This is an optimization exercise on Yosys and OpenROAD, whose aim is small area, a short achievable clock period and few clock cycles, not a production implementation.
The RTL was checked by simulation tests, not by an equivalence proof against the original design.
Power figures rest on the tool's default switching activity, not on a simulated workload.

==> flow/design.v <==
module frer_rec (
    input             clk,
    input             rst,
    input             in_valid,
    output reg        in_ready,
    input      [2:0]  in_op,
    input      [1:0]  in_flow,
    input             in_tagged,
    input      [15:0] in_seq,
    input      [31:0] in_now,
    input      [3:0]  in_addr,
    input      [31:0] in_data,
    output reg        out_valid,
    input             out_ready,
    output reg        out_pass,
    output reg [31:0] out_data
);
    localparam OP_FRAME  = 3'd0;
    localparam OP_SWEEP  = 3'd1;
    localparam OP_RRESET = 3'd2;
    localparam OP_PWRITE = 3'd3;
    localparam OP_READ   = 3'd4;
    localparam [2:0] V_PASS    = 3'd0;
    localparam [2:0] V_DUP     = 3'd1;
    localparam [2:0] V_ROGUE   = 3'd2;
    localparam [2:0] V_TL_PASS = 3'd3;
    localparam [2:0] V_TL_DROP = 3'd4;
    localparam [2:0] V_NO_FLOW = 3'd5;
    wire accept = in_valid && in_ready;
    function msb32(input [31:0] a, input [31:0] b, input [31:0] c, input cin, input cin2);
        reg [31:0] x, y, g, p, gn, pn;
        integer st, k;
        begin
            x = a ^ b ^ c;
            y = {(a[30:0] & b[30:0]) | (a[30:0] & c[30:0]) | (b[30:0] & c[30:0]), cin};
            g = x & y;
            p = x ^ y;
            g[0] = g[0] | (p[0] & cin2);
            for (st = 1; st < 32; st = st * 2) begin
                gn = g;
                pn = p;
                for (k = st; k < 32; k = k + 1) begin
                    gn[k] = g[k] | (p[k] & g[k-st]);
                    pn[k] = p[k] & p[k-st];
                end
                g = gn;
                p = pn;
            end
            msb32 = x[31] ^ y[31] ^ g[30];
        end
    endfunction
    function msb16(input [15:0] a, input [15:0] b, input [15:0] c, input cin, input cin2);
        reg [15:0] x, y, g, p, gn, pn;
        integer st, k;
        begin
            x = a ^ b ^ c;
            y = {(a[14:0] & b[14:0]) | (a[14:0] & c[14:0]) | (b[14:0] & c[14:0]), cin};
            g = x & y;
            p = x ^ y;
            g[0] = g[0] | (p[0] & cin2);
            for (st = 1; st < 16; st = st * 2) begin
                gn = g;
                pn = p;
                for (k = st; k < 16; k = k + 1) begin
                    gn[k] = g[k] | (p[k] & g[k-st]);
                    pn[k] = p[k] & p[k-st];
                end
                g = gn;
                p = pn;
            end
            msb16 = x[15] ^ y[15] ^ g[14];
        end
    endfunction
    reg        rst_q;
    reg        v1;
    reg [2:0]  op1;
    reg [1:0]  fl1;
    reg        tag1;
    reg [15:0] seq1;
    reg [31:0] now1;
    reg [3:0]  addr1;
    reg [31:0] data1;
    reg        byp;           
    always @(posedge clk) begin
        rst_q <= rst;
        v1    <= accept && !rst;
        op1   <= in_op;
        fl1   <= in_flow;
        tag1  <= in_tagged;
        seq1  <= in_seq;
        now1  <= in_now;
        addr1 <= in_addr;
        data1 <= in_data;
        byp   <= v1 && !rst && in_flow == fl1;
    end
    reg [6:0]  sg_hlen;
    reg        sg_alg, sg_tns, sg_len;
    reg [15:0] sg_rms;
    reg [15:0] sg_lediff;
    reg [2:0]  sg_paths;
    reg [15:0] sg_leper;
    reg [7:0]  sg_lerst;
    reg        sg_ok0, sg_ok1, sg_ok2;    
    reg        p_valid   [0:3];
    reg [6:0]  p_hlen    [0:3];
    reg        p_alg     [0:3];
    reg        p_tns     [0:3];
    reg        p_len     [0:3];
    reg [25:0] p_rlim    [0:3];
    reg [15:0] p_lediff  [0:3];
    reg [2:0]  p_paths   [0:3];
    reg [25:0] p_plim    [0:3];
    reg [7:0]  p_lerst   [0:3];
    reg        s_take    [0:3];
    reg [15:0] s_rcv     [0:3];
    reg [63:0] s_hist    [0:3];
    reg [31:0] s_pass_us [0:3];
    reg [31:0] s_le_acc  [0:3];
    reg [31:0] s_le_t_us [0:3];
    reg [7:0]  s_le_tests[0:3];
    reg        s_latent  [0:3];
    reg        v2;
    reg [3:0]  sel2;          
    reg [1:0]  fl2;
    reg [15:0] seq2;
    reg [31:0] now2;
    reg        x_tframe, x_uframe, x_sweep, x_rreset, x_commit, x_read, x_cread, x_frame;
    reg        x_valid, x_alg, x_tns, x_len;
    reg [2:0]  x_paths;
    reg [7:0]  x_lerst_m1;
    reg [15:0] x_lediff;
    reg [6:0]  x_hlen;
    reg [3:0]  x_addr;
    reg [1:0]  x_to;          
    reg [1:0]  x_td;          
    reg [1:0]  x_rogue, x_dle0, x_dzero, x_done;
    reg [5:0]  x_nd0, x_nd1;  
    reg [5:0]  x_dd0, x_dd1;  
    reg [5:0]  x_k0, x_k1;    
    reg        sel_rcv, sel_pass, sel_let;
    reg [31:0] x_rdp;         
    reg        S_take;
    reg [63:0] S_hist;
    reg [31:0] S_acc;
    reg [7:0]  S_tests;
    reg        S_latent;
    reg        n_take;
    reg [63:0] n_hist;
    reg [31:0] n_acc;
    reg [7:0]  n_tests;
    reg        n_latent;
    wire       nx_rcv, nx_pass, nx_let;    
    wire        t_valid   = p_valid[fl1];
    wire [6:0]  t_hlen    = p_hlen[fl1];
    wire        t_alg     = p_alg[fl1];
    wire        t_tns     = p_tns[fl1];
    wire        t_len     = p_len[fl1];
    wire [25:0] t_rlim    = p_rlim[fl1];
    wire [15:0] t_lediff  = p_lediff[fl1];
    wire [2:0]  t_paths   = p_paths[fl1];
    wire [25:0] t_plim    = p_plim[fl1];
    wire [7:0]  t_lerst   = p_lerst[fl1];
    wire        t_take    = s_take[fl1];
    wire [15:0] t_rcv     = s_rcv[fl1];
    wire [63:0] t_hist    = s_hist[fl1];
    wire [31:0] t_pass_us = s_pass_us[fl1];
    wire [31:0] t_acc     = s_le_acc[fl1];
    wire [31:0] t_le_t    = s_le_t_us[fl1];
    wire [7:0]  t_tests   = s_le_tests[fl1];
    wire        t_latent  = s_latent[fl1];
    wire p_frame  = op1 == OP_FRAME;
    wire p_sweep  = op1 == OP_SWEEP;
    wire p_rreset = op1 == OP_RRESET;
    wire p_pwrite = op1 == OP_PWRITE;
    wire p_read   = op1 == OP_READ;
    always @(posedge clk) begin
        if (rst_q || (v1 && p_pwrite && addr1[1:0] == 2'd0)) begin
            sg_hlen    <= rst_q ? 7'd0 : data1[6:0];
            sg_alg     <= !rst_q && data1[11];
            sg_tns     <= !rst_q && data1[13];
            sg_len     <= !rst_q && data1[14];
            sg_rms     <= rst_q ? 16'd0 : data1[31:16];
            sg_ok0     <= !rst_q && data1[10:0] >= 11'd2 && data1[10:0] <= 11'd64 && data1[31:16] != 16'd0;
        end
        if (rst_q || (v1 && p_pwrite && addr1[1:0] == 2'd1)) begin
            sg_lediff  <= rst_q ? 16'd0 : data1[15:0];
            sg_paths   <= rst_q ? 3'd0 : data1[18:16];
            sg_ok1     <= !rst_q && data1[18:16] != 3'd0;
        end
        if (rst_q || (v1 && p_pwrite && addr1[1:0] == 2'd2)) begin
            sg_leper   <= rst_q ? 16'd0 : data1[15:0];
            sg_lerst   <= rst_q ? 8'd0 : data1[23:16];
            sg_ok2     <= !rst_q && data1[15:0] != 16'd0 && data1[23:16] != 8'd0;
        end
    end
    wire commit_ok = sg_ok0 && (!sg_len || (sg_ok1 && sg_ok2));
    wire p_commit  = p_pwrite && addr1[1:0] == 2'd3 && commit_ok;
    wire [25:0] sg_rlim = {sg_rms, 10'd0} - {6'd0, sg_rms, 4'd0} - {7'd0, sg_rms, 3'd0};
    wire [25:0] sg_plim = {sg_leper, 10'd0} - {6'd0, sg_leper, 4'd0} - {7'd0, sg_leper, 3'd0};
    integer i;
    always @(posedge clk) begin
        for (i = 0; i < 4; i = i + 1) begin
            if (rst_q || (v1 && p_commit && fl1 == i)) begin
                p_valid[i]  <= !rst_q;
                p_hlen[i]   <= rst_q ? 7'd0 : sg_hlen;
                p_alg[i]    <= !rst_q && sg_alg;
                p_tns[i]    <= !rst_q && sg_tns;
                p_len[i]    <= !rst_q && sg_len;
                p_rlim[i]   <= rst_q ? 26'd0 : sg_rlim;
                p_lediff[i] <= rst_q ? 16'd0 : sg_lediff;
                p_paths[i]  <= rst_q ? 3'd0 : sg_paths;
                p_plim[i]   <= rst_q ? 26'd0 : sg_plim;
                p_lerst[i]  <= rst_q ? 8'd0 : sg_lerst;
            end
        end
    end
    wire [31:0] nrl  = ~{6'd0, t_rlim};
    wire [31:0] npl  = ~{6'd0, t_plim};
    wire        sp0  = msb32(now1, ~t_pass_us, 32'd0, 1'b1, 1'b0);
    wire        sq0  = msb32(now1, ~t_pass_us, nrl, 1'b1, 1'b0);
    wire [31:0] sp1  = now1 - now2;
    wire [31:0] sq1  = now1 + ~now2 + nrl + 32'd1;
    wire        tp0  = msb32(now1, ~t_le_t, 32'd0, 1'b1, 1'b0);
    wire        tq0  = msb32(now1, ~t_le_t, npl, 1'b1, 1'b1);
    wire [31:0] tq1  = now1 + ~now2 + npl + 32'd2;
    wire [15:0] d0  = seq1 - t_rcv;
    wire [15:0] n0  = t_rcv - seq1;
    wire [15:0] d1  = seq1 - seq2;
    wire [15:0] n1  = seq2 - seq1;
    wire [15:0] nh  = ~{9'd0, t_hlen};
    wire [15:0] seq1_m1 = seq1 - 16'd1;
    wire        d0_neg  = msb16(seq1, ~t_rcv, 16'd0, 1'b1, 1'b0);
    wire        d0_ge   = !msb16(seq1, ~t_rcv, nh, 1'b1, 1'b1);
    wire        n0_ge   = !msb16(t_rcv, ~seq1, nh, 1'b1, 1'b1);
    wire        d0_zero = seq1 == t_rcv;
    wire        d0_one  = seq1_m1 == t_rcv;
    wire [15:0] f_rcv    = (byp && x_commit) ? 16'd0 : (byp && nx_rcv) ? seq2 : t_rcv;
    wire [31:0] f_passus = (byp && x_commit) ? 32'd0 : (byp && nx_pass) ? now2 : t_pass_us;
    wire [31:0] f_let    = (byp && nx_let) ? now2 : t_le_t;
    reg  [31:0] rd_p;
    always @* begin
        case (addr1[2:0])
            3'd1:    rd_p = {16'd0, f_rcv};
            3'd3:    rd_p = f_passus;
            default: rd_p = f_let;
        endcase
    end
    always @(posedge clk) begin
        v2       <= v1 && !rst;
        sel2     <= {fl1 == 2'd3, fl1 == 2'd2, fl1 == 2'd1, fl1 == 2'd0} & {4{v1 && !rst}};
        fl2      <= fl1;
        seq2     <= seq1;
        now2     <= now1;
        x_addr   <= addr1;
        x_frame  <= p_frame;
        x_tframe <= p_frame && tag1 && t_valid;
        x_uframe <= p_frame && !tag1 && t_valid;
        x_sweep  <= p_sweep && t_valid;
        x_rreset <= p_rreset && t_valid;
        x_commit <= p_commit;
        x_read   <= p_read;
        x_cread  <= p_read && addr1 <= 4'd8;
        x_valid  <= t_valid;
        x_alg    <= t_alg;
        x_tns    <= t_tns;
        x_len    <= t_len;
        x_paths  <= t_paths;
        x_lerst_m1 <= t_lerst - 8'd1;
        x_lediff <= t_lediff;
        x_hlen   <= t_hlen;
        x_rdp    <= rd_p;
        x_to     <= {!sp1[31] && !sq1[31], !sp0 && !sq0};
        x_td     <= {!sp1[31] && !tq1[31], !tp0 && !tq0};
        x_rogue  <= {d1[15] ? (n1 >= {9'd0, t_hlen}) : (d1 >= {9'd0, t_hlen}),
                     d0_neg ? n0_ge : d0_ge};
        x_dzero  <= {d1 == 16'd0, d0_zero};
        x_dle0   <= {d1[15] || d1 == 16'd0, d0_neg || d0_zero};
        x_done   <= {d1 == 16'd1, d0_one};
        x_nd0    <= n0[5:0];
        x_nd1    <= n1[5:0];
        x_dd0    <= d0[5:0];
        x_dd1    <= d1[5:0];
        x_k0     <= t_hlen[5:0] - d0[5:0];
        x_k1     <= t_hlen[5:0] - d1[5:0];
        sel_rcv  <= byp && nx_rcv;
        sel_pass <= byp && nx_pass;
        sel_let  <= byp && nx_let;
        S_take    <= byp ? n_take    : t_take;
        S_hist    <= byp ? n_hist    : t_hist;
        S_acc     <= byp ? n_acc     : t_acc;
        S_tests   <= byp ? n_tests   : t_tests;
        S_latent  <= byp ? n_latent  : t_latent;
    end
    wire        do_steps  = x_tframe || x_sweep;
    wire        timed_out = !S_take && (sel_pass ? x_to[1] : x_to[0]);
    wire        test_due  = x_len && (sel_let ? x_td[1] : x_td[0]);
    wire        take0     = S_take || timed_out;
    wire        rogue     = sel_rcv ? x_rogue[1] : x_rogue[0];
    wire        d_zero    = sel_rcv ? x_dzero[1] : x_dzero[0];
    wire        d_le0     = sel_rcv ? x_dle0[1]  : x_dle0[0];
    wire        d_one     = sel_rcv ? x_done[1]  : x_done[0];
    wire [5:0]  nd        = sel_rcv ? x_nd1 : x_nd0;
    wire [5:0]  dd        = sel_rcv ? x_dd1 : x_dd0;
    wire [5:0]  kk        = sel_rcv ? x_k1  : x_k0;
    wire [63:0] win;          
    wire [63:0] from_k;       
    wire [8:0]  wa_lt, wa_eq;     
    wire [7:0]  wb_lt;            
    wire [7:0]  ka_gt, ka_eq;     
    wire [7:0]  kb_ge;            
    genvar gj, ga, gb;
    generate
        for (ga = 0; ga < 9; ga = ga + 1) begin : g_wa
            assign wa_lt[ga] = ga < x_hlen[6:3];
            assign wa_eq[ga] = ga == x_hlen[6:3];
        end
        for (gb = 0; gb < 8; gb = gb + 1) begin : g_wb
            assign wb_lt[gb] = gb < x_hlen[2:0];
            assign kb_ge[gb] = gb >= kk[2:0];
            assign ka_gt[gb] = gb > kk[5:3];
            assign ka_eq[gb] = gb == kk[5:3];
        end
        for (gj = 0; gj < 64; gj = gj + 1) begin : g_win
            assign win[gj]    = wa_lt[gj/8] || (wa_eq[gj/8] && wb_lt[gj%8]);
            assign from_k[gj] = ka_gt[gj/8] || (ka_eq[gj/8] && kb_ge[gj%8]);
        end
    endgenerate
    wire        hbit0   = S_hist[x_nd0];
    wire        hbit1   = S_hist[x_nd1];
    wire        hbit    = sel_rcv ? hbit1 : hbit0;
    wire        v_dup   = d_le0 && hbit;
    wire [63:0] h_shift = ((S_hist << dd) & win) | 64'd1;
    wire [63:0] h_leave = ~S_hist & win & from_k;
    wire f_pass  = take0 || (x_alg ? !d_zero : (!rogue && !v_dup));
    wire f_dup   = !take0 && (x_alg ? d_zero : (!rogue && v_dup));
    wire f_rogue = !take0 && !x_alg && rogue;
    wire f_adv   = take0 || x_alg || !d_le0;
    wire f_ooo   = !take0 && (x_alg ? (!d_zero && !d_one)
                                    : (!rogue && (d_le0 ? !v_dup : !d_one)));
    wire f_lost  = !take0 && !x_alg && !rogue && !d_le0;
    wire        acc_neg  = S_acc[31];
    wire [31:0] acc_plus = S_acc + {16'd0, x_lediff};
    wire        acc_over = acc_neg ? acc_plus[31] : (S_acc > {16'd0, x_lediff});
    wire        le_test  = do_steps && test_due;
    wire        le_wrap  = le_test && S_tests == x_lerst_m1;
    wire [31:0] acc_p    = S_acc + {29'd0, x_paths};
    wire [31:0] acc_m    = S_acc - 32'd1;
    wire [31:0] sat_p    = (!acc_neg && acc_p[31]) ? 32'h7FFF_FFFF : acc_p;
    wire [31:0] sat_m    = (S_acc[31:1] == 31'h4000_0000) ? 32'h8000_0001 : acc_m;
    wire        acc_step = x_tframe && x_len && !f_rogue;
    assign nx_rcv  = x_tframe && f_pass && f_adv;
    assign nx_pass = x_tframe && f_pass;
    assign nx_let  = le_test || x_commit;
    wire h_zero  = x_commit || x_rreset || (do_steps && timed_out);
    wire h_win   = !x_commit && x_tframe && !x_alg && take0;
    wire h_set   = !x_commit && x_tframe && !x_alg && !take0 && !rogue && d_le0 && !hbit;
    wire h_shft  = !x_commit && x_tframe && !x_alg && !take0 && !rogue && !d_le0;
    wire h_keep  = !h_zero && !h_win && !h_shft;       
    wire [63:0] nd_bit = 64'd1 << nd;
    always @* begin
        n_hist = ({64{h_win}}  & win) |
                 ({64{h_shft}} & h_shift) |
                 ({64{h_keep}} & S_hist) |
                 ({64{h_set}}  & nd_bit);
    end
    wire a_pass  = !x_commit && acc_step && f_pass;
    wire a_dup   = !x_commit && acc_step && !f_pass;
    wire a_p     = a_pass && !le_wrap;
    wire a_m     = a_dup && !le_wrap;
    wire a_pw    = a_pass && le_wrap;
    wire a_mw    = a_dup && le_wrap;
    wire a_keep  = !x_commit && !acc_step && !le_wrap;
    always @* begin
        n_acc = ({32{a_p}}    & sat_p) |
                ({32{a_m}}    & sat_m) |
                ({32{a_pw}}   & {29'd0, x_paths}) |
                {32{a_mw}} |
                ({32{a_keep}} & S_acc);
    end
    always @* begin
        n_take    = S_take;
        n_tests   = S_tests;
        n_latent  = S_latent;
        if (le_test) begin
            n_tests = S_tests + 8'd1;
            if (acc_over) n_latent = 1'b1;
        end
        if (le_wrap) begin
            n_tests  = 8'd0;
            n_latent = 1'b0;
        end
        if (x_rreset || (do_steps && timed_out))
            n_take = 1'b1;
        if (x_tframe)
            n_take = 1'b0;
        if (x_commit) begin
            n_take    = 1'b1;
            n_tests   = 8'd0;
            n_latent  = 1'b0;
        end
    end
    integer w;
    always @(posedge clk) begin
        for (w = 0; w < 4; w = w + 1) begin
            if (rst_q || sel2[w]) begin
                s_take[w]     <= !rst_q && n_take;
                s_hist[w]     <= rst_q ? 64'd0 : n_hist;
                s_le_acc[w]   <= rst_q ? 32'd0 : n_acc;
                s_le_tests[w] <= rst_q ? 8'd0 : n_tests;
                s_latent[w]   <= !rst_q && n_latent;
            end
            if (rst_q || (sel2[w] && (nx_rcv || x_commit)))
                s_rcv[w]     <= (rst_q || x_commit) ? 16'd0 : seq2;
            if (rst_q || (sel2[w] && (nx_pass || x_commit)))
                s_pass_us[w] <= (rst_q || x_commit) ? 32'd0 : now2;
            if (rst_q || (sel2[w] && nx_let))
                s_le_t_us[w] <= rst_q ? 32'd0 : now2;
        end
    end
    wire       flag_r = do_steps && timed_out;
    wire       flag_l = le_test && acc_over;
    reg  [2:0] verdict;
    always @* begin
        if (!x_valid)       verdict = V_NO_FLOW;
        else if (x_uframe)  verdict = x_tns ? V_TL_PASS : V_TL_DROP;
        else if (f_rogue)   verdict = V_ROGUE;
        else if (f_dup)     verdict = V_DUP;
        else                verdict = V_PASS;
    end
    reg [31:0] rd_state;
    always @* begin
        case (x_addr[2:0])
            3'd1:    rd_state = {x_valid, S_take, S_latent, 13'd0, x_rdp[15:0]};
            3'd2:    rd_state = S_acc;
            3'd5:    rd_state = {24'd0, S_tests};
            3'd6:    rd_state = S_hist[31:0];
            3'd7:    rd_state = S_hist[63:32];
            default: rd_state = x_rdp;
        endcase
    end
    reg [31:0] res2;
    always @* begin
        if (x_frame)             res2 = {27'd0, flag_l, flag_r, verdict};
        else if (x_sweep)        res2 = {27'd0, flag_l, flag_r, 3'd0};
        else if (x_commit)       res2 = 32'd1;
        else if (x_read)         res2 = rd_state;
        else                     res2 = 32'd0;
    end
    reg        v3;
    reg [3:0]  sel3;          
    reg [1:0]  fl3;
    reg        cread3;
    reg [3:0]  addr3;
    reg        pass3;
    reg [31:0] data3;
    reg        clr3;
    reg [7:0]  inc3;          
    reg        lost3;
    reg [31:0] lpc3;          
    integer g, b;
    reg [3:0] pc;
    reg [31:0] lpc;
    always @* begin
        for (g = 0; g < 8; g = g + 1) begin
            pc = 4'd0;
            for (b = 0; b < 8; b = b + 1)
                pc = pc + {3'd0, h_leave[8*g+b]};
            lpc[4*g +: 4] = pc;
        end
    end
    always @(posedge clk) begin
        v3     <= v2 && !rst;
        sel3   <= sel2 & {4{!rst}};
        fl3    <= fl2;
        cread3 <= x_cread;
        addr3  <= x_addr;
        pass3  <= (x_tframe && f_pass) || (x_uframe && x_tns);
        data3  <= res2;
        clr3   <= x_commit;
        inc3   <= {(x_tframe && f_pass) || (x_uframe && x_tns),
                   x_tframe && f_dup,
                   x_tframe && f_ooo,
                   x_tframe && f_rogue,
                   x_uframe,
                   x_rreset || (do_steps && timed_out),
                   le_test && acc_over,
                   le_wrap};
        lost3  <= x_tframe && f_lost;
        lpc3   <= lpc;
    end
    reg [31:0] c_passed  [0:3];
    reg [31:0] c_disc    [0:3];
    reg [31:0] c_ooo     [0:3];
    reg [31:0] c_rogue   [0:3];
    reg [31:0] c_lost    [0:3];
    reg [31:0] c_tagless [0:3];
    reg [31:0] c_resets  [0:3];
    reg [31:0] c_lat_err [0:3];
    reg [31:0] c_lat_rst [0:3];
    wire [31:0] cf_passed  = c_passed[fl3];
    wire [31:0] cf_disc    = c_disc[fl3];
    wire [31:0] cf_ooo     = c_ooo[fl3];
    wire [31:0] cf_rogue   = c_rogue[fl3];
    wire [31:0] cf_lost    = c_lost[fl3];
    wire [31:0] cf_tagless = c_tagless[fl3];
    wire [31:0] cf_resets  = c_resets[fl3];
    wire [31:0] cf_lat_err = c_lat_err[fl3];
    wire [31:0] cf_lat_rst = c_lat_rst[fl3];
    function [13:0] csa7(input [6:0] a, input [6:0] b, input [6:0] c);
        begin
            csa7[6:0]  = a ^ b ^ c;
            csa7[13:7] = {(a[5:0] & b[5:0]) | (a[5:0] & c[5:0]) | (b[5:0] & c[5:0]), 1'b0};
        end
    endfunction
    wire [6:0]  ln0 = {3'd0, lpc3[3:0]},   ln1 = {3'd0, lpc3[7:4]};
    wire [6:0]  ln2 = {3'd0, lpc3[11:8]},  ln3 = {3'd0, lpc3[15:12]};
    wire [6:0]  ln4 = {3'd0, lpc3[19:16]}, ln5 = {3'd0, lpc3[23:20]};
    wire [6:0]  ln6 = {3'd0, lpc3[27:24]}, ln7 = {3'd0, lpc3[31:28]};
    wire [13:0] lc1 = csa7(ln0, ln1, ln2);
    wire [13:0] lc2 = csa7(ln3, ln4, ln5);
    wire [13:0] lc3 = csa7(lc1[6:0], lc1[13:7], lc2[6:0]);
    wire [13:0] lc4 = csa7(lc2[13:7], ln6, ln7);
    wire [13:0] lc5 = csa7(lc3[6:0], lc3[13:7], lc4[6:0]);
    wire [13:0] lc6 = csa7(lc5[6:0], lc5[13:7], lc4[13:7]);
    wire [6:0]  lost_s = lost3 ? lc6[6:0]  : 7'd0;
    wire [6:0]  lost_c = lost3 ? lc6[13:7] : 7'd0;
    function [31:0] lost_next(input [31:0] c, input [6:0] s, input [6:0] k);
        reg [8:0]  lo;
        reg [24:0] hi1;
        begin
            lo  = {2'd0, c[6:0]} + {2'd0, s} + {2'd0, k};
            hi1 = c[31:7] + 25'd1;
            lost_next = {lo[7] ? hi1 : c[31:7], lo[6:0]};
        end
    endfunction
    integer l;
    always @(posedge clk) begin
        for (l = 0; l < 4; l = l + 1) begin
            if (rst_q || (sel3[l] && clr3))
                c_lost[l] <= 32'd0;
            else if (sel3[l])
                c_lost[l] <= lost_next(c_lost[l], lost_s, lost_c);
        end
    end
    wire        c_clr = rst_q || clr3;
    wire [31:0] nc_passed  = c_clr ? 32'd0 : cf_passed  + {31'd0, inc3[7]};
    wire [31:0] nc_disc    = c_clr ? 32'd0 : cf_disc    + {31'd0, inc3[6]};
    wire [31:0] nc_ooo     = c_clr ? 32'd0 : cf_ooo     + {31'd0, inc3[5]};
    wire [31:0] nc_rogue   = c_clr ? 32'd0 : cf_rogue   + {31'd0, inc3[4]};
    wire [31:0] nc_tagless = c_clr ? 32'd0 : cf_tagless + {31'd0, inc3[3]};
    wire [31:0] nc_resets  = c_clr ? 32'd0 : cf_resets  + {31'd0, inc3[2]};
    wire [31:0] nc_lat_err = c_clr ? 32'd0 : cf_lat_err + {31'd0, inc3[1]};
    wire [31:0] nc_lat_rst = c_clr ? 32'd0 : cf_lat_rst + {31'd0, inc3[0]};
    integer j;
    always @(posedge clk) begin
        for (j = 0; j < 4; j = j + 1) begin
            if (rst_q || sel3[j]) begin
                c_passed[j]  <= nc_passed;
                c_disc[j]    <= nc_disc;
                c_ooo[j]     <= nc_ooo;
                c_rogue[j]   <= nc_rogue;
                c_tagless[j] <= nc_tagless;
                c_resets[j]  <= nc_resets;
                c_lat_err[j] <= nc_lat_err;
                c_lat_rst[j] <= nc_lat_rst;
            end
        end
    end
    reg [31:0] rd_cnt;
    always @* begin
        case (addr3)
            4'd0:    rd_cnt = cf_passed;
            4'd1:    rd_cnt = cf_disc;
            4'd2:    rd_cnt = cf_ooo;
            4'd3:    rd_cnt = cf_rogue;
            4'd4:    rd_cnt = cf_lost;
            4'd5:    rd_cnt = cf_tagless;
            4'd6:    rd_cnt = cf_resets;
            4'd7:    rd_cnt = cf_lat_err;
            default: rd_cnt = cf_lat_rst;
        endcase
    end
    wire [32:0] res3 = {pass3, cread3 ? rd_cnt : data3};
    reg [32:0] q0, q1, q2, q3;
    reg [1:0]  q_rd, q_wr;
    reg [2:0]  q_n;
    reg [2:0]  tok;                   
    wire q_empty = q_n == 3'd0;
    wire popR    = !q_empty;
    wire pushR   = v3 && !q_empty;
    wire popN    = !out_valid && !q_empty;
    wire pushN   = v3 && !(!out_valid && q_empty);
    wire [2:0] qnR = q_n + {2'd0, pushR} - {2'd0, popR};
    wire [2:0] qnN = q_n + {2'd0, pushN} - {2'd0, popN};
    wire q_push  = out_ready ? pushR : pushN;
    wire q_pop   = out_ready ? popR : popN;
    wire out_free = out_ready || !out_valid;
    wire out_load = !q_empty || v3;
    reg [32:0] q_head;
    always @* begin
        case (q_rd)
            2'd0: q_head = q0;
            2'd1: q_head = q1;
            2'd2: q_head = q2;
            default: q_head = q3;
        endcase
    end
    wire [32:0] out_next = q_empty ? res3 : q_head;
    wire [2:0] tok_p = tok + 3'd1;
    wire [2:0] tok_m = tok - 3'd1;
    wire       acc_r = in_valid && in_ready;
    wire       dlv_r = out_valid && out_ready;
    wire [2:0] tok_n = (acc_r == dlv_r) ? tok : acc_r ? tok_p : tok_m;
    wire       rdy_n = (acc_r == dlv_r) ? (tok < 3'd5) : acc_r ? (tok_p < 3'd5) : (tok_m < 3'd5);
    always @(posedge clk) begin
        if (rst) begin
            out_valid <= 1'b0;
            q_rd      <= 2'd0;
            q_wr      <= 2'd0;
            q_n       <= 3'd0;
            tok       <= 3'd0;
            in_ready  <= 1'b1;
        end else begin
            tok      <= tok_n;
            in_ready <= rdy_n;
            if (out_free) out_valid <= out_load;
            if (q_push) q_wr <= q_wr + 2'd1;
            if (q_pop)  q_rd <= q_rd + 2'd1;
            q_n <= out_ready ? qnR : qnN;
        end
        if (out_free && out_load) {out_pass, out_data} <= out_next;
        if (q_push && q_wr == 2'd0) q0 <= res3;
        if (q_push && q_wr == 2'd1) q1 <= res3;
        if (q_push && q_wr == 2'd2) q2 <= res3;
        if (q_push && q_wr == 2'd3) q3 <= res3;
    end
endmodule
==> flow/flow/run.sh <==
#!/bin/bash
# The standard layout (standard.sh), with two changes passed to ORFS
# through the environment: timing repair aims for extra setup slack
# (flow/margin.txt, ns) and clock tree synthesis takes the options in
# flow/cts_args.txt. make's full output goes to make_finish.log; ORFS
# keeps each step's own log under orfs/logs.
set -euo pipefail
export SETUP_SLACK_MARGIN="$(cat flow/margin.txt)"
if [[ -s flow/cts_args.txt ]]; then
  export CTS_ARGS="$(cat flow/cts_args.txt)"
fi
bash standard.sh > make_finish.log 2>&1
==> flow/flow/cts_args.txt <==
-sink_clustering_enable -repair_clock_nets -dont_use_dummy_load -buf_list sky130_fd_sc_hd__clkbuf_8 -sink_clustering_size 14 -sink_clustering_max_diameter 60
==> flow/flow/margin.txt <==
10
==> flow/standard.sh <==
#!/bin/bash
# synth_recipe.tcl (not shown) runs the flow's synth.tcl, then flattens the netlist and writes it again
# the make line also repeats each setting of config.mk as NAME=value (left out here)
make -C /OpenROAD-flow-scripts/flow DESIGN_CONFIG=/design/flow/config.mk WORK_HOME=/design/flow/orfs CLKGATE_MAP_FILE= SYNTH_SCRIPT=/design/flow/synth_recipe.tcl "${@:-finish}"
==> flow/config.mk <==
export PLATFORM = sky130hd
export DESIGN_NAME = frer_rec
export DESIGN_NICKNAME = frer_rec
export VERILOG_FILES = /design/flow/design.v
export SDC_FILE = /design/flow/constraint.sdc
export NUM_CORES = 4
export LEC_CHECK = 0
export CAP_MARGIN = 20
export CORE_MARGIN = 2
export CORE_UTILIZATION = 40
export SLEW_MARGIN = 20
==> flow/constraint.sdc <==
create_clock -name core_clock -period 15.0 [get_ports {clk}]
set_input_delay 3.0000 -clock core_clock [delete_from_list [all_inputs] [get_ports {clk}]]
set_output_delay 3.0000 -clock core_clock [all_outputs]
set_load 0.01 [all_outputs]
==> qor.yml, run 1 <==
finish:
  finish.instance_area_sq_um: 157000
  final_layout_size_suffix_gt1_share_pct: 14.6
  largest_reg_flops: 256
  final_net_count: 11700
  filler_cell_count_in_the_final_layout: 32400
  growth_of_design_area_from_synthesis_to_finish_pct: 8.97
  registers.top_by_ff_count: "s_hist"
  layout.cells.non_filler: 15600
global_routing:
  grt_use_total_pct: 24.3
  pin_count_of_the_biggest_net_entering_global_routing: 146
  global_route.usage.met2_pct: 39.0
  grt-ovfl-total: 0
  grt_antenna_before_repair: 19
  grt.met1_usage_pct: 33.5
  first_global_vias: 92200
  grt.met3_usage_pct: 3.61
  grt-busiest-layer: "met2"
  grt_first_pass_wirelength_mm: 651
synthesis:
  netlist_top_cells_area: "sky130_fd_sc_hd__edfxtp_1 (49%), sky130_fd_sc_hd__mux4_2 (9.7%), sky130_fd_sc_hd__dfxtp_1 (8.5%), sky130_fd_sc_hd__ha_1 (5.4%), sky130_fd_sc_hd__nor2_1 (2.3%)"
  synthesized_area_per_cell_sq_um: 13.5
  async_reset_ff_share_pct: 0
  synth_sequential_area_ratio_pct: 57.4
  synth_top_flop_cell: "sky130_fd_sc_hd__edfxtp_1"
  synthDistinctLibCells: 95
  synth_enable_flop_cells: 2341
  cell_taking_the_most_area_after_synthesis: "sky130_fd_sc_hd__edfxtp_1"
  synth_warnings: 28
  postSynthCellCount: 10700
  synth_area_sq_um: 144000
  synth.net_count: 11600
  synth_seq_cells: 2952
  synth_largest_type_area_fraction_pct: 48.9
sta:
  post-route-min-period_ns: 5.12
  worstMarginPinSlew_ns: 1.28
  final.setup.worst_slack_ns: 9.88
  max_freq_mhz: 195
  finalHoldViolations: 0
  drv_slew: 0
  unrepaired_setup_endpoints_after_global_routing: "true"
  fin_crit_sh_pct: 34.1
  relSlewSlack_pct: 13.6
  setup-tns-final_ns: 0
  setup_viol_count_final: 0
  final.setup_skew_ns: 0.192
power_and_ir_drop:
  total_power_density_per_cell_area_nw_per_um2: 125
  vdd_drop_max_v: 0.0000862
  power.leakage_nw: 58.2
  design_power_total_w: 0.0196
min_path:
  hold_path_end: "fl3[0]$_DFF_P_"
  timing.hold.worst.start: "fl2[0]$_DFF_P_"
  worstHoldPathType: "register to register"
  hold-path-cell-count: 0
placement:
  post-place-cells: 15300
  port_buffers: 128
  pre_cts_ws_ns: 8.86
  place.gp.congestion: 1.01
  dp_hpwl_mm: 315
  postPlaceCellArea_sq_um: 151000
floorplanning:
  ios: 129
  start_util_pct: 40.1
  die_x_um: 604
  fp.dieArea_sq_um: 364000
  chipHeight_um: 604
  row_count: 220
  coreArea_sq_um: 358000
clocking:
  cts.root.buffer_cell: "sky130_fd_sc_hd__clkbuf_8"
  cts.clk_slew.worst_paths_ns: 0.08
  cts.sink_count: 2952
  post_cts_hold_buffer_count: 0
  htree_levels: 5
  tritoncts: "built"
  cts_made_buffers: 291
  clock_latency_ns: 1.12
  clock_path_buffers: 4
route:
  drt_iter0_drcs: 9756
  detail_route.first_pass.iterations: 9
  vias: 92200
  final_antenna_net_count: 0
  wire_per_inst_um: 28.9
  post-route-drc-count: 0
  postRouteWirelength_mm: 452
  ratio_of_routed_vias_to_standard_cells: 5.90
critical_path:
  path_cells: "fa_1 > inv_2 > fa_1 > fa_2 > fa_1 > nor2b_4 > buf_6 > ha_4 > ha_4 > inv_2 > fa_2 > nor2b_4 > o21ai_2 > a21boi_2 > o21a_1 > o21a_2 > nand4_1 > buf_6 > nor3_4 > nand4_1 > xor2_1 > nor2_1"
  critical-path-max-stage-delay_ns: 0.57
  timing.reg2reg.setup_slack_ns: 9.88
  timing.critical_path.from: "lpc3[21]$_DFF_P_"
  setup.worst_path.class: "register to register"
  crit_path_frequent_cell: "sky130_fd_sc_hd__fa_1"
  worst_r2r_path_depth: 22
  worstSetupEndpointType: "register"
  cp.buffers_inverters: 4
  cp.arrival_ns: 6.06
  rr_endpoint: "c_lost[1][26]$_SDFFE_PP0P_"
  largest_driver_fanout_on_the_critical_path: 5
  reg2reg_from: "lpc3[21]$_DFF_P_"
  cp_top_family: "adder cells"
  start_kind: "register"
  worst_ep_required_time_ns: 15.94
  timing.critical_path.depth: 22
  cpMaxStageDelayCell: "sky130_fd_sc_hd__fa_1"
flow_run:
  cap_violations: 0
run_status:
  status: "complete, no violations"
[what timing repair did]
item | in CTS | in global routing
buffers inserted | 40 | 28
resized for setup | 224 | 114
cloned | 5 | 0
pin swaps | 70 | 60
endpoints found under the setup margin | 1093 | 214
[report_power, final]
group	internal, W	leakage [nW]	total (W)	switching [W]
Sequential	0.00968	28.7	0.0101	0.000418
Combinational	0.00189	27.4	0.00513	0.00324
Clock	0.00173	2.09	0.00434	0.00261
[how the worst max path moves through the flow]
stage / to / slack (ns)
detailed placement: c_disc[1][31]$_DFFE_PP_ / 8.86
global placement: c_passed[0][31]$_DFFE_PP_ / 8.65
floorplan: c_lost[0][26]$_SDFFE_PP0P_ / 9.98
CTS: c_lost[2][29]$_SDFFE_PP0P_ / 9.73
finish: c_lost[1][26]$_SDFFE_PP0P_ / 9.88
global route: c_lost[2][26]$_SDFFE_PP0P_ / 9.62
[cell families after synthesis]
logic type               after synthesis  synth area share [%]
flip-flops                          2952                  57.4
AND/OR/NAND/NOR                     2587                  8.45
multiplexers                         958                  12.2
AO/OA/AOI/OAI                       1742                  7.98
buffers and inverters               1153                  3.29
adder cells (fa/ha/maj)              790                  7.73
XOR/XNOR                             488                  2.98
[through the flow]
stage | hold WS [ns] | utilization [%]
2_1_floorplan | 0.310 | -
3_3_place_gp | 0.314 | 42.1
3_5_place_dp | 0.312 | 42.1
4_1_cts | 0.309 | 43.5
5_1_grt | 0.335 | 43.7
6_report | 0.328 | 43.7
[final cells by class]
class,count,area (sq um),share of cell area [%]
diodes,12,30.0,0.0192
well taps,4773,5970,3.81
multi-input cells,6565,57800,36.9
flip-flops and latches,2952,82600,52.7
clock buffers,291,4010,2.56
inverters,638,2410,1.54
repair buffers,412,3860,2.46
[layout by cell type, fill, tap and decap left out, types with 60 or more instances in the layout]
cell type                         instances
sky130_fd_sc_hd__edfxtp_1              2341
sky130_fd_sc_hd__nor2_1                 864
sky130_fd_sc_hd__mux4_2                 619
sky130_fd_sc_hd__inv_1                  615
sky130_fd_sc_hd__ha_1                   610
sky130_fd_sc_hd__dfxtp_1                587
sky130_fd_sc_hd__nand2_1                586
sky130_fd_sc_hd__a21oi_1                448
sky130_fd_sc_hd__o21ai_0                384
sky130_fd_sc_hd__clkbuf_8               292
sky130_fd_sc_hd__xor2_1                 266
sky130_fd_sc_hd__mux2i_1                241
sky130_fd_sc_hd__buf_4                  224
sky130_fd_sc_hd__xnor2_1                208
sky130_fd_sc_hd__nand3_1                182
sky130_fd_sc_hd__fa_1                   159
sky130_fd_sc_hd__nor2b_1                146
sky130_fd_sc_hd__a21o_1                 138
sky130_fd_sc_hd__and3_1                 122
sky130_fd_sc_hd__and2_1                 119
sky130_fd_sc_hd__nor3_1                 115
sky130_fd_sc_hd__a22oi_1                104
sky130_fd_sc_hd__nand4_1                 93
sky130_fd_sc_hd__clkdlybuf4s50_1         93
sky130_fd_sc_hd__or3_1                   83
sky130_fd_sc_hd__mux2_2                  78
sky130_fd_sc_hd__a211oi_1                65
sky130_fd_sc_hd__a221oi_1                63
sky130_fd_sc_hd__a222oi_1                60
[cell usage after synthesis, drive strengths merged (200+ instances only)]
master  count
xor2      270
inv       637
mux4      621
nand3     200
mux2i     258
o21ai     401
ha        624
clkbuf    341
edfxtp   2341
nor2      899
a21oi     455
dfxtp     611
xnor2     217
nand2     596
[routing by layer]
| layer | share of wire (%) | up-vias | wire, um |
|---|---|---|---|
| met5 | 0.015 | - | 69 |
| li1 | - | 40200 | - |
| met1 | 42 | 47400 | 190000 |
| met2 | 47 | 3796 | 210000 |
| met4 | 4.2 | 12 | 18800 |
| met3 | 7.1 | 823 | 32100 |
Testbench counts, summed over its fixed seeds: cycles 24,729.
==> run 2: changes to the inputs <==
--- a/flow/design.v
+++ b/flow/design.v
@@ -219,9 +219,9 @@
     wire        sp0  = msb32(now1, ~t_pass_us, 32'd0, 1'b1, 1'b0);
     wire        sq0  = msb32(now1, ~t_pass_us, nrl, 1'b1, 1'b0);
-    wire [31:0] sp1  = now1 - now2;
-    wire [31:0] sq1  = now1 + ~now2 + nrl + 32'd1;
+    wire        sp1  = msb32(now1, ~now2, 32'd0, 1'b1, 1'b0);
+    wire        sq1  = msb32(now1, ~now2, nrl, 1'b1, 1'b0);
     wire        tp0  = msb32(now1, ~t_le_t, 32'd0, 1'b1, 1'b0);
     wire        tq0  = msb32(now1, ~t_le_t, npl, 1'b1, 1'b1);
-    wire [31:0] tq1  = now1 + ~now2 + npl + 32'd2;
+    wire        tq1  = msb32(now1, ~now2, npl, 1'b1, 1'b1);
     wire [15:0] d0  = seq1 - t_rcv;
     wire [15:0] n0  = t_rcv - seq1;
@@ -270,6 +270,6 @@
         x_hlen   <= t_hlen;
         x_rdp    <= rd_p;
-        x_to     <= {!sp1[31] && !sq1[31], !sp0 && !sq0};
-        x_td     <= {!sp1[31] && !tq1[31], !tp0 && !tq0};
+        x_to     <= {!sp1 && !sq1, !sp0 && !sq0};
+        x_td     <= {!sp1 && !tq1, !tp0 && !tq0};
         x_rogue  <= {d1[15] ? (n1 >= {9'd0, t_hlen}) : (d1 >= {9'd0, t_hlen}),
                      d0_neg ? n0_ge : d0_ge};
@@ -327,5 +327,6 @@
     endgenerate
     wire        hbit0   = S_hist[x_nd0];
-    wire        hbit1   = S_hist[x_nd1];
+    wire [63:0] hsh1    = S_hist >> x_nd1;
+    wire        hbit1   = hsh1[0];
     wire        hbit    = sel_rcv ? hbit1 : hbit0;
     wire        v_dup   = d_le0 && hbit;
@@ -457,16 +458,36 @@
     reg [7:0]  inc3;          
     reg        lost3;
-    reg [31:0] lpc3;          
-    integer g, b;
-    reg [3:0] pc;
-    reg [31:0] lpc;
-    always @* begin
-        for (g = 0; g < 8; g = g + 1) begin
-            pc = 4'd0;
-            for (b = 0; b < 8; b = b + 1)
-                pc = pc + {3'd0, h_leave[8*g+b]};
-            lpc[4*g +: 4] = pc;
+    reg [6:0]  lq1s, lq1c, lq2s, lq2c, lq6, lq7;    
+    function [3:0] pop8(input [7:0] v);
+        reg s1, c1, s2, c2, s3, c3, c4, t, c5, c6;
+        begin
+            s1 = v[0] ^ v[1] ^ v[2];
+            c1 = (v[0] & v[1]) | (v[0] & v[2]) | (v[1] & v[2]);
+            s2 = v[3] ^ v[4] ^ v[5];
+            c2 = (v[3] & v[4]) | (v[3] & v[5]) | (v[4] & v[5]);
+            s3 = v[6] ^ v[7];
+            c3 = v[6] & v[7];
+            pop8[0] = s1 ^ s2 ^ s3;
+            c4 = (s1 & s2) | (s1 & s3) | (s2 & s3);
+            t  = c1 ^ c2 ^ c3;
+            c5 = (c1 & c2) | (c1 & c3) | (c2 & c3);
+            pop8[1] = t ^ c4;
+            c6 = t & c4;
+            pop8[2] = c5 ^ c6;
+            pop8[3] = c5 & c6;
         end
-    end
+    endfunction
+    function [13:0] csa7(input [6:0] a, input [6:0] b, input [6:0] c);
+        begin
+            csa7[6:0]  = a ^ b ^ c;
+            csa7[13:7] = {(a[5:0] & b[5:0]) | (a[5:0] & c[5:0]) | (b[5:0] & c[5:0]), 1'b0};
+        end
+    endfunction
+    wire [6:0]  lp0 = {3'd0, pop8(h_leave[7:0])},   lp1 = {3'd0, pop8(h_leave[15:8])};
+    wire [6:0]  lp2 = {3'd0, pop8(h_leave[23:16])}, lp3 = {3'd0, pop8(h_leave[31:24])};
+    wire [6:0]  lp4 = {3'd0, pop8(h_leave[39:32])}, lp5 = {3'd0, pop8(h_leave[47:40])};
+    wire [6:0]  lp6 = {3'd0, pop8(h_leave[55:48])}, lp7 = {3'd0, pop8(h_leave[63:56])};
+    wire [13:0] lx1 = csa7(lp0, lp1, lp2);
+    wire [13:0] lx2 = csa7(lp3, lp4, lp5);
     always @(posedge clk) begin
         v3     <= v2 && !rst;
@@ -487,5 +508,10 @@
                    le_wrap};
         lost3  <= x_tframe && f_lost;
-        lpc3   <= lpc;
+        lq1s   <= lx1[6:0];
+        lq1c   <= lx1[13:7];
+        lq2s   <= lx2[6:0];
+        lq2c   <= lx2[13:7];
+        lq6    <= lp6;
+        lq7    <= lp7;
     end
     reg [31:0] c_passed  [0:3];
@@ -507,18 +533,6 @@
     wire [31:0] cf_lat_err = c_lat_err[fl3];
     wire [31:0] cf_lat_rst = c_lat_rst[fl3];
-    function [13:0] csa7(input [6:0] a, input [6:0] b, input [6:0] c);
-        begin
-            csa7[6:0]  = a ^ b ^ c;
-            csa7[13:7] = {(a[5:0] & b[5:0]) | (a[5:0] & c[5:0]) | (b[5:0] & c[5:0]), 1'b0};
-        end
-    endfunction
-    wire [6:0]  ln0 = {3'd0, lpc3[3:0]},   ln1 = {3'd0, lpc3[7:4]};
-    wire [6:0]  ln2 = {3'd0, lpc3[11:8]},  ln3 = {3'd0, lpc3[15:12]};
-    wire [6:0]  ln4 = {3'd0, lpc3[19:16]}, ln5 = {3'd0, lpc3[23:20]};
-    wire [6:0]  ln6 = {3'd0, lpc3[27:24]}, ln7 = {3'd0, lpc3[31:28]};
-    wire [13:0] lc1 = csa7(ln0, ln1, ln2);
-    wire [13:0] lc2 = csa7(ln3, ln4, ln5);
-    wire [13:0] lc3 = csa7(lc1[6:0], lc1[13:7], lc2[6:0]);
-    wire [13:0] lc4 = csa7(lc2[13:7], ln6, ln7);
+    wire [13:0] lc3 = csa7(lq1s, lq1c, lq2s);
+    wire [13:0] lc4 = csa7(lq2c, lq6, lq7);
     wire [13:0] lc5 = csa7(lc3[6:0], lc3[13:7], lc4[6:0]);
     wire [13:0] lc6 = csa7(lc5[6:0], lc5[13:7], lc4[13:7]);
==> flow/flow/margin.txt (replaced) <==
10.4
==> run 2 against run 1 <==
First-iteration DRC count up 1.7%. Synthesized cell count up 1.1%. Via count up 2.6%. Sequential power about the same. Combinational power about the same. Still clean. Critical endpoint is now out_data[28]. Fmax up 7.8%.
==> qor.yml, run 2 <==
synthesis:
  synth_sequential_area_ratio_pct: 56.5  # -0.89 points
  cell_taking_the_most_area_after_synthesis: "sky130_fd_sc_hd__edfxtp_1"
  synthDistinctLibCells: 102  # +7.4%
  postSynthCellCount: 10800  # +1.1%
  synth_seq_cells: 2944  # -0.27%
  post-synth-top-count-cell: "sky130_fd_sc_hd__edfxtp_1"
  synth_area_sq_um: 146000  # +1.4%
  synth.net_count: 11700  # +1.4%
  synth_enable_flop_cells: 2341  # unchanged
  async_reset_ff_share_pct: 0  # unchanged
  netlist_top_cells_area: "sky130_fd_sc_hd__edfxtp_1 (48%), sky130_fd_sc_hd__mux4_2 (8.8%), sky130_fd_sc_hd__dfxtp_1 (8.3%), sky130_fd_sc_hd__ha_1 (5.4%), sky130_fd_sc_hd__fa_1 (2.8%)"
  synth_top_flop_cell: "sky130_fd_sc_hd__edfxtp_1"
  synth_largest_type_area_fraction_pct: 48.2  # -0.67 points
  synth_warnings: 28  # unchanged
  synthesized_area_per_cell_sq_um: 13.5  # +0.28%
  synth_commonest_cells: "sky130_fd_sc_hd__edfxtp_1 (2,341), sky130_fd_sc_hd__nor2_1 (924), sky130_fd_sc_hd__inv_1 (647)"
critical_path:
  cp.arrival_ns: 1.75  # -4.31 ns
  path_cells: "buf_2"
  timing.critical_path.from: "out_data[28]$_DFFE_PP_"
  timing.reg2reg.setup_slack_ns: 10.27  # +0.39 ns
  setup.worst_path.class: "register to output port"
  start_kind: "register"
  reg2reg_from: "lq1s[3]$_DFF_P_"
  cp.buffers_inverters: 1  # -3
  cpMaxStageDelayCell: "sky130_fd_sc_hd__edfxtp_1"
  worst_ep_required_time_ns: 12.00  # -3.94 ns
  critical-path-max-stage-delay_ns: 0.48  # -0.09 ns
  largest_driver_fanout_on_the_critical_path: 1  # -4
  cp_top_family: "flip-flops"
  worstSetupEndpointType: "output port"
floorplanning:
  ios: 129  # unchanged
  coreArea_sq_um: 363000  # +1.1%
  die_x_um: 608  # +0.68%
  start_util_pct: 40.2  # +0.092 points
  fp.dieArea_sq_um: 369000  # +1.4%
  chipHeight_um: 608  # +0.68%
  row_count: 221  # +0.45%
sta:
  worstMarginPinSlew_ns: 1.30  # +0.0226 ns
  setup_viol_count_final: 0  # unchanged
  finalHoldViolations: 0  # unchanged
  max_freq_mhz: 211  # +7.8%
  drv_slew: 0  # unchanged
  unrepaired_setup_endpoints_after_global_routing: "true"
  fin_crit_sh_pct: 31.6  # -2.5 points
  final.setup_skew_ns: 0.161  # -0.0313 ns
  setup-tns-final_ns: 0  # unchanged
  relSlewSlack_pct: 13.0  # -0.55 points
  final.setup.worst_slack_ns: 10.25  # +0.371 ns
  timing.hold.ws_ns: 0.302  # -0.0260 ns
  post-route-min-period_ns: 4.75  # -0.371 ns
finish:
  layout_common_cells: "sky130_fd_sc_hd__edfxtp_1 (2,341), sky130_fd_sc_hd__nor2_1 (890), sky130_fd_sc_hd__inv_1 (631), sky130_fd_sc_hd__nand2_1 (628), sky130_fd_sc_hd__ha_1 (625)"
  registers.top_by_ff_count: "s_hist"
  final_net_count: 11900  # +1.4%
  final_layout_size_suffix_gt1_share_pct: 14.3  # -0.37 points
  finish.instance_area_sq_um: 158000  # +1.1%
  fin_util_pct: 43.7  # about the same
  layout_commonest_cell: "sky130_fd_sc_hd__edfxtp_1"
  growth_of_design_area_from_synthesis_to_finish_pct: 8.63
  largest_reg_flops: 256  # unchanged
route:
  drt_iter0_drcs: 9918  # +1.7%
  postRouteWirelength_mm: 480  # +6.3%
  wire_per_inst_um: 30.4  # +5.3%
  detail_route.first_pass.iterations: 9  # unchanged
  post-route-drc-count: 0  # unchanged
  vias: 94700  # +2.6%
  final_antenna_net_count: 0  # unchanged
  ratio_of_routed_vias_to_standard_cells: 5.99  # +1.7%
placement:
  place.gp.congestion: 0.999  # -1.5%
  port_buffers: 128  # unchanged
  pre_cts_ws_ns: 8.65  # -0.213 ns
  postPlaceCellArea_sq_um: 153000  # +1.2%
  dp_hpwl_mm: 337  # +7.1%
clocking:
  cts.sink_count: 2944  # -0.27%
  htree_levels: 5  # unchanged
  cts.root.buffer_cell: "sky130_fd_sc_hd__clkbuf_8"
  clock_latency_ns: 1.10  # -0.02 ns
  cts_made_buffers: 294  # +1.0%
  cts.clk_slew.worst_paths_ns: 0.09  # about the same
  tritoncts: "built"
  clock_path_buffers: 4  # unchanged
  post_cts_hold_buffer_count: 0  # unchanged
flow_run:
  cap_violations: 0  # unchanged
global_routing:
  first_global_vias: 94900  # +2.9%
  grt_first_pass_wirelength_mm: 685  # +5.4%
  grt_use_total_pct: 25.4  # +1.1 points
  grt-ovfl-total: 0  # unchanged
  pin_count_of_the_biggest_net_entering_global_routing: 143  # -2.1%
  grt_antenna_before_repair: 30  # +11
run_status:
  status: "complete, no violations"
min_path:
  worstHoldPathType: "register to register"
  timing.hold.worst.start: "fl2[0]$_DFF_P_"
power_and_ir_drop:
  power.leakage_nw: 58.9  # +1.2%
  total_power_density_per_cell_area_nw_per_um2: 124  # -0.91%
  vdd_drop_max_v: 0.0000841  # -2.4%
==> run 2: where the power goes <==
| part | internal (W) | switching (W) |
|---|---|---|
| sequential | 0.00966 | 0.000434 |
| combinational | 0.00188 | 0.00328 |
| clock | 0.00174 | 0.00260 |
| total | 0.0133 | 0.00632 |
==> run 2: repair_timing <==
item | CTS | global route
endpoints found under the setup margin | 964 | 283
setup buffers | 29 | 41
gates cloned | 5 | 2
resized for setup | 283 | 122
pin swaps | 13 | 48
==> run 2: final cells by class <==
| cell class | count | area (sq um) |
|---|---|---|
| diodes | 23 | 57.6 |
| clock buffers | 294 | 4050 |
| repair buffers | 451 | 4230 |
| fillers | 32700 | 204000 |
| inverters | 650 | 2470 |
| well taps | 4794 | 6000 |
| flip-flops and latches | 2944 | 82400 |
| multi-input cells | 6637 | 59100 |
==> run 2: path summary, 6_finish.rpt <==
path | endpoint | cells after the start
worst max-delay path | out_data[28] | 1
worst min-delay path | fl3[0]$_DFF_P_ | 0
worst max register to register | c_lost[2][31]$_SDFFE_PP0P_ | 18
worst min register to register | fl3[0]$_DFF_P_ | 0
==> run 2: cell families (layout without fill, tap and decap cells) <==
| group | Yosys count | in the layout | share of synthesized area, % |
|---|---|---|---|
| buf+inv | 1206 | 1395 | 3.63 |
| fa+ha+maj | 834 | 834 | 8.20 |
| compound gates | 1699 | 1699 | 7.66 |
| xor+xnor | 461 | 461 | 2.77 |
| other cells | 0 | 23 | 0 |
| flops | 2944 | 2944 | 56.5 |
| simple gates | 2718 | 2718 | 8.86 |
| mux | 925 | 925 | 12.4 |
==> run 2: through the flow <==
step | instances | power [W]
finish | 15800 | 0.0196
global route | 15800 | 0.0204
CTS | 15700 | 0.0196
detailed placement | 15400 | 0.0153
global placement | 15400 | 0.0152
floorplan | 10800 | 0.0132
==> run 2: metal layers <==
metal  share of wire [%]  vias to the layer above  global-route usage (%)  wire, um
met5               0.053                        -                   0.379       253
met4                 5.7                       10                    12.4     27300
met3                 6.9                     1009                    3.75     33300
met2                  48                     4104                    41.8    229000
met1                  40                    48800                    32.8    191000
li1                    -                    40800                       -         -
Testbench counts of run 2, summed over its fixed seeds: cycles 24,729.
==> run 3: changes to the inputs <==
--- a/flow/design.v
+++ b/flow/design.v
@@ -644,8 +644,8 @@
         end
         if (out_free && out_load) {out_pass, out_data} <= out_next;
-        if (q_push && q_wr == 2'd0) q0 <= res3;
-        if (q_push && q_wr == 2'd1) q1 <= res3;
-        if (q_push && q_wr == 2'd2) q2 <= res3;
-        if (q_push && q_wr == 2'd3) q3 <= res3;
+        if (v3 && q_wr == 2'd0) q0 <= res3;
+        if (v3 && q_wr == 2'd1) q1 <= res3;
+        if (v3 && q_wr == 2'd2) q2 <= res3;
+        if (v3 && q_wr == 2'd3) q3 <= res3;
     end
 endmodule
==> run 3 against run 2 <==
Area after synthesis decreased by 1.1%. Still clean on timing, DRC and antenna. Global-route usage decreased by 0.13 points. Worst hold slack got worse by 0.0063 ns. Combinational power decreased by 1%. Clock-buffer cell count decreased by 4. Register-to-register slack got worse by 0.16 ns.
==> qor.yml, run 3 <==
critical_path:
  largest_driver_fanout_on_the_critical_path: 2  # +1
  cp.arrival_ns: 5.86  # +4.11 ns
  rr_endpoint: "c_lost[1][5]$_SDFFE_PP0P_"
  worst_ep_required_time_ns: 15.97  # +3.97 ns
  start_kind: "register"
  worstSetupEndpointType: "register"
  setup.worst_path.class: "register to register"
  worst_r2r_path_depth: 26  # +8
  timing.reg2reg.setup_slack_ns: 10.11  # -0.16 ns
  reg2reg_from: "lq2s[2]$_DFF_P_"
power_and_ir_drop:
  cellInternalPower_w: 0.0133  # -0.20%
  power.leakage_nw: 58.3  # -0.98%
  vdd_drop_max_v: 0.0000821  # -2.4%
  pwr-share-comb_pct: 26.1  # -0.2 points
  total_power_density_per_cell_area_nw_per_um2: 125  # +0.63%
  design_power_total_w: 0.0196  # about the same
  share_clk_of_total_power_pct: 22.2  # about the same
  power.switching_fraction_pct: 32.3  # +0.10 points
  seq_power_share_pct: 51.7  # +0.2 points
  power_switching_w: 0.00633  # +0.28%
sta:
  drv_slew: 0  # unchanged
  post-route-min-period_ns: 4.89  # +0.143 ns
  final.setup_skew_ns: 0.151  # -0.00981 ns
  fin_crit_sh_pct: 32.6  # +0.95 points
  setup_viol_count_final: 0  # unchanged
  setup-tns-final_ns: 0  # unchanged
  unrepaired_setup_endpoints_after_global_routing: "true"
  finalHoldViolations: 0  # unchanged
  relSlewSlack_pct: 15.2  # +2.2 points
  timing.hold.ws_ns: 0.296  # -0.00630 ns
  max_freq_mhz: 205  # -2.9%
  worstMarginPinSlew_ns: 1.27  # -0.0298 ns
placement:
  port_buffers: 128  # unchanged
  place.gp.congestion: 0.972  # -2.7%
  dp_hpwl_mm: 329  # -2.2%
  post-place-cells: 15300  # -0.40%
route:
  detail_route.first_pass.iterations: 6  # -3
  ratio_of_routed_vias_to_standard_cells: 5.98  # -0.30%
  final_antenna_net_count: 0  # unchanged
  wire_per_inst_um: 30.0  # -1.3%
  post-route-drc-count: 0  # unchanged
  postRouteWirelength_mm: 473  # -1.6%
  vias: 94100  # -0.62%
  drt_iter0_drcs: 10600  # +7.4%
global_routing:
  grt_first_pass_wirelength_mm: 674  # -1.7%
  grt-ovfl-total: 0  # unchanged
  first_global_vias: 92700  # -2.3%
  grt_antenna_before_repair: 37  # +23%
  pin_count_of_the_biggest_net_entering_global_routing: 141  # -1.4%
  grt_use_total_pct: 25.3  # -0.13 points
flow_run:
  cap_violations: 0  # unchanged
synthesis:
  async_reset_ff_share_pct: 0  # unchanged
  synth_top_flop_cell: "sky130_fd_sc_hd__edfxtp_1"
  synth_warnings: 28  # unchanged
  synth_commonest_cells: "sky130_fd_sc_hd__edfxtp_1 (2,341), sky130_fd_sc_hd__nor2_1 (996), sky130_fd_sc_hd__ha_1 (632)"
  synth_seq_cells: 2944  # unchanged
  synth_area_sq_um: 144000  # -1.1%
  netlist_top_cells_area: "sky130_fd_sc_hd__edfxtp_1 (49%), sky130_fd_sc_hd__mux4_2 (9.6%), sky130_fd_sc_hd__dfxtp_1 (8.4%), sky130_fd_sc_hd__ha_1 (5.5%), sky130_fd_sc_hd__fa_1 (2.8%)"
  synth_sequential_area_ratio_pct: 57.1  # +0.62 points
  cell_taking_the_most_area_after_synthesis: "sky130_fd_sc_hd__edfxtp_1"
  synthDistinctLibCells: 98  # -3.9%
  synthesized_area_per_cell_sq_um: 13.4  # -0.74%
  post-synth-top-count-cell: "sky130_fd_sc_hd__edfxtp_1"
  synth.net_count: 11700  # -0.32%
  postSynthCellCount: 10700  # -0.35%
  synth_enable_flop_cells: 2341  # unchanged
  synth_largest_type_area_fraction_pct: 48.8  # +0.53 points
clocking:
  tritoncts: "built"
  clock_path_buffers: 4  # unchanged
  htree_levels: 5  # unchanged
  post_cts_hold_buffer_count: 0  # unchanged
  cts_made_buffers: 290  # -1.4%
  clock_latency_ns: 1.11  # about the same
  cts.root.buffer_cell: "sky130_fd_sc_hd__clkbuf_8"
  cts.sink_count: 2944  # unchanged
  cts.clk_slew.worst_paths_ns: 0.09  # about the same
finish:
  growth_of_design_area_from_synthesis_to_finish_pct: 9.09
  final_net_count: 11900  # -0.19%
  layout_common_cells: "sky130_fd_sc_hd__edfxtp_1 (2,341), sky130_fd_sc_hd__nor2_1 (966), sky130_fd_sc_hd__ha_1 (621), sky130_fd_sc_hd__mux4_2 (616), sky130_fd_sc_hd__inv_1 (612)"
  largest_reg_flops: 256  # unchanged
  final_layout_size_suffix_gt1_share_pct: 14.5  # +0.19 points
  layout_commonest_cell: "sky130_fd_sc_hd__edfxtp_1"
  layout.cells.non_filler: 15700  # -0.32%
  filler_cell_count_in_the_final_layout: 32500  # -0.38%
  area_taken_by_multi_input_logic_gates_sq_um: 58300  # -1.4%
  registers.top_by_ff_count: "s_hist"
  area.sequential_sq_um: 82400  # about the same
  fin_util_pct: 43.8  # +0.14 points
floorplanning:
  fp.dieArea_sq_um: 365000  # -1.1%
  start_util_pct: 40.2  # -0.044 points
  ios: 129  # unchanged
  die_x_um: 604  # -0.54%
  coreArea_sq_um: 359000  # -0.98%
  chipHeight_um: 604  # -0.54%
  row_count: 220  # -0.45%
min_path:
  hold_path_end: "addr3[3]$_DFF_P_"
  hold-path-cell-count: 0  # unchanged
  timing.hold.worst.start: "x_addr[3]$_DFF_P_"
  worstHoldPathType: "register to register"
run_status:
  status: "complete, no violations"
run 3: worst max-delay path: stages, from the launching register on:
cell and delay, ns:
sky130_fd_sc_hd__dfxtp_2 0.33, sky130_fd_sc_hd__inv_2 0.04, sky130_fd_sc_hd__fa_1 0.53, sky130_fd_sc_hd__inv_1 0.05, sky130_fd_sc_hd__fa_1 0.49, sky130_fd_sc_hd__inv_2 0.04, sky130_fd_sc_hd__fa_2 0.54, sky130_fd_sc_hd__nor2b_4 0.05
sky130_fd_sc_hd__fa_1 0.55, sky130_fd_sc_hd__fa_2 0.24, sky130_fd_sc_hd__a21o_1 0.14, sky130_fd_sc_hd__a21oi_2 0.07, sky130_fd_sc_hd__buf_4 0.13, sky130_fd_sc_hd__buf_4 0.12, sky130_fd_sc_hd__buf_4 0.12, sky130_fd_sc_hd__buf_4 0.12
sky130_fd_sc_hd__buf_4 0.12, sky130_fd_sc_hd__buf_4 0.12, sky130_fd_sc_hd__buf_4 0.12, sky130_fd_sc_hd__buf_4 0.12, sky130_fd_sc_hd__buf_4 0.12, sky130_fd_sc_hd__buf_4 0.12, sky130_fd_sc_hd__buf_4 0.12, sky130_fd_sc_hd__buf_4 0.12
sky130_fd_sc_hd__xnor2_1 0.11, sky130_fd_sc_hd__mux2i_1 0.16, sky130_fd_sc_hd__nor2_1 0.07
run 3: worst max-delay path by stage:
stage	from	end	cells after the start
global route	lq1s[3]$_DFF_P_	c_lost[1][5]$_SDFFE_PP0P_	26
floorplan	sel_rcv$_DFF_P_	lq1s[2]$_DFF_P_	13
finish	lq2s[2]$_DFF_P_	c_lost[1][5]$_SDFFE_PP0P_	26
CTS	out_data[7]$_DFFE_PP_	out_data[7]	1
global placement	fl1[0]$_DFF_P_	x_rogue[0]$_DFF_P_	16
detailed placement	fl1[0]$_DFF_P_	x_rogue[0]$_DFF_P_	16
run 3: layout make-up:
cell class	instances	area share, %
sequential	2944	52.4
multi-input combinational	6641	37.1
tap	4773	3.80
timing repair buffer	449	2.67
clock buffer	290	2.54
inverter	629	1.51
antenna	16	0.0255
run 3: logic make-up after synthesis:
kind of cell / after synthesis / share of synthesized area (%)
XOR/XNOR: 465 / 2.82
flip-flops: 2944 / 57.1
AND/OR/NAND/NOR: 2664 / 8.60
AO/OA/AOI/OAI: 1761 / 7.97
buffers and inverters: 1165 / 3.33
multiplexers: 915 / 11.8
adder cells (fa/ha/maj): 835 / 8.30
run 3: routing by layer:
layer	vias up	wire length, um	global-route usage (%)
li1	40500	-	-
met1	48800	198000	34.7
met2	3982	217000	40.0
met3	824	35700	4.17
met4	16	22100	10.2
met5	-	108	0
run 3: timing repair:
| item | 4_1_cts | 5_1_grt |
|---|---|---|
| setup buffers | 63 | 29 |
| endpoints found under the setup margin | 990 | 402 |
| pin swaps | 41 | 35 |
| gates cloned | 2 | 5 |
| gates resized for setup | 310 | 117 |
run 3: power groups by stage:
stage	clock [W]	sequential [W]	combinational, W
final	0.00435	0.0101	0.00511
after global routing	0.00474	0.0102	0.00550
after CTS	0.00446	0.0101	0.00504
after detailed placement	0	0.0103	0.00497
after global placement	0	0.0103	0.00494
after floorplan	0	0.0101	0.00314
run 3: per-stage QoR:
stage                     area [sq um]  setup slack (ns)
after floorplan                 144000             10.41
after global routing            157000              9.98
after detailed placement        151000              9.41
after CTS                       156000             10.07
final                           157000             10.11
after global placement          151000              9.41
Testbench counts of run 3, summed over its fixed seeds: cycles 24,729.

what the ideal ports hide:
No port has a modelled driver above. Below, the same layouts with a new extraction and two added sets of constraints.
Step 1 sets driving cells, clkbuf_16 on the clock port and buf_2 on the other inputs (assumed; they add their load-dependent delay and slew).
Step 2, shift: input delay + t, output delay - t, t = (earliest + latest rising clock arrival at the registers) / 2. This alone moves slack from input paths to output paths.
a / b / c = ideal / step 1 / step 2; a / b = the first two.
run	shift t [ns]	setup WS [ns]	hold slack, ns	worst setup path after step 2	worst register clock-pin slew, ns
run 1	1.128	9.883 / 9.883 / 9.691	0.328 / 0.328 / 0.328	input to register	0.10 / 0.10
run 2	1.149	10.254 / 10.139 / 9.518	0.302 / 0.302 / 0.302	input to register	0.09 / 0.09
run 3	1.143	10.111 / 10.051 / 10.111	0.296 / 0.296 / 0.296	register to register	0.10 / 0.10
After both steps every run listed still meets setup and hold. For run 2, which loses most, drivers alone change the setup slack by -0.115 ns; drivers and shift together by -0.736 ns.
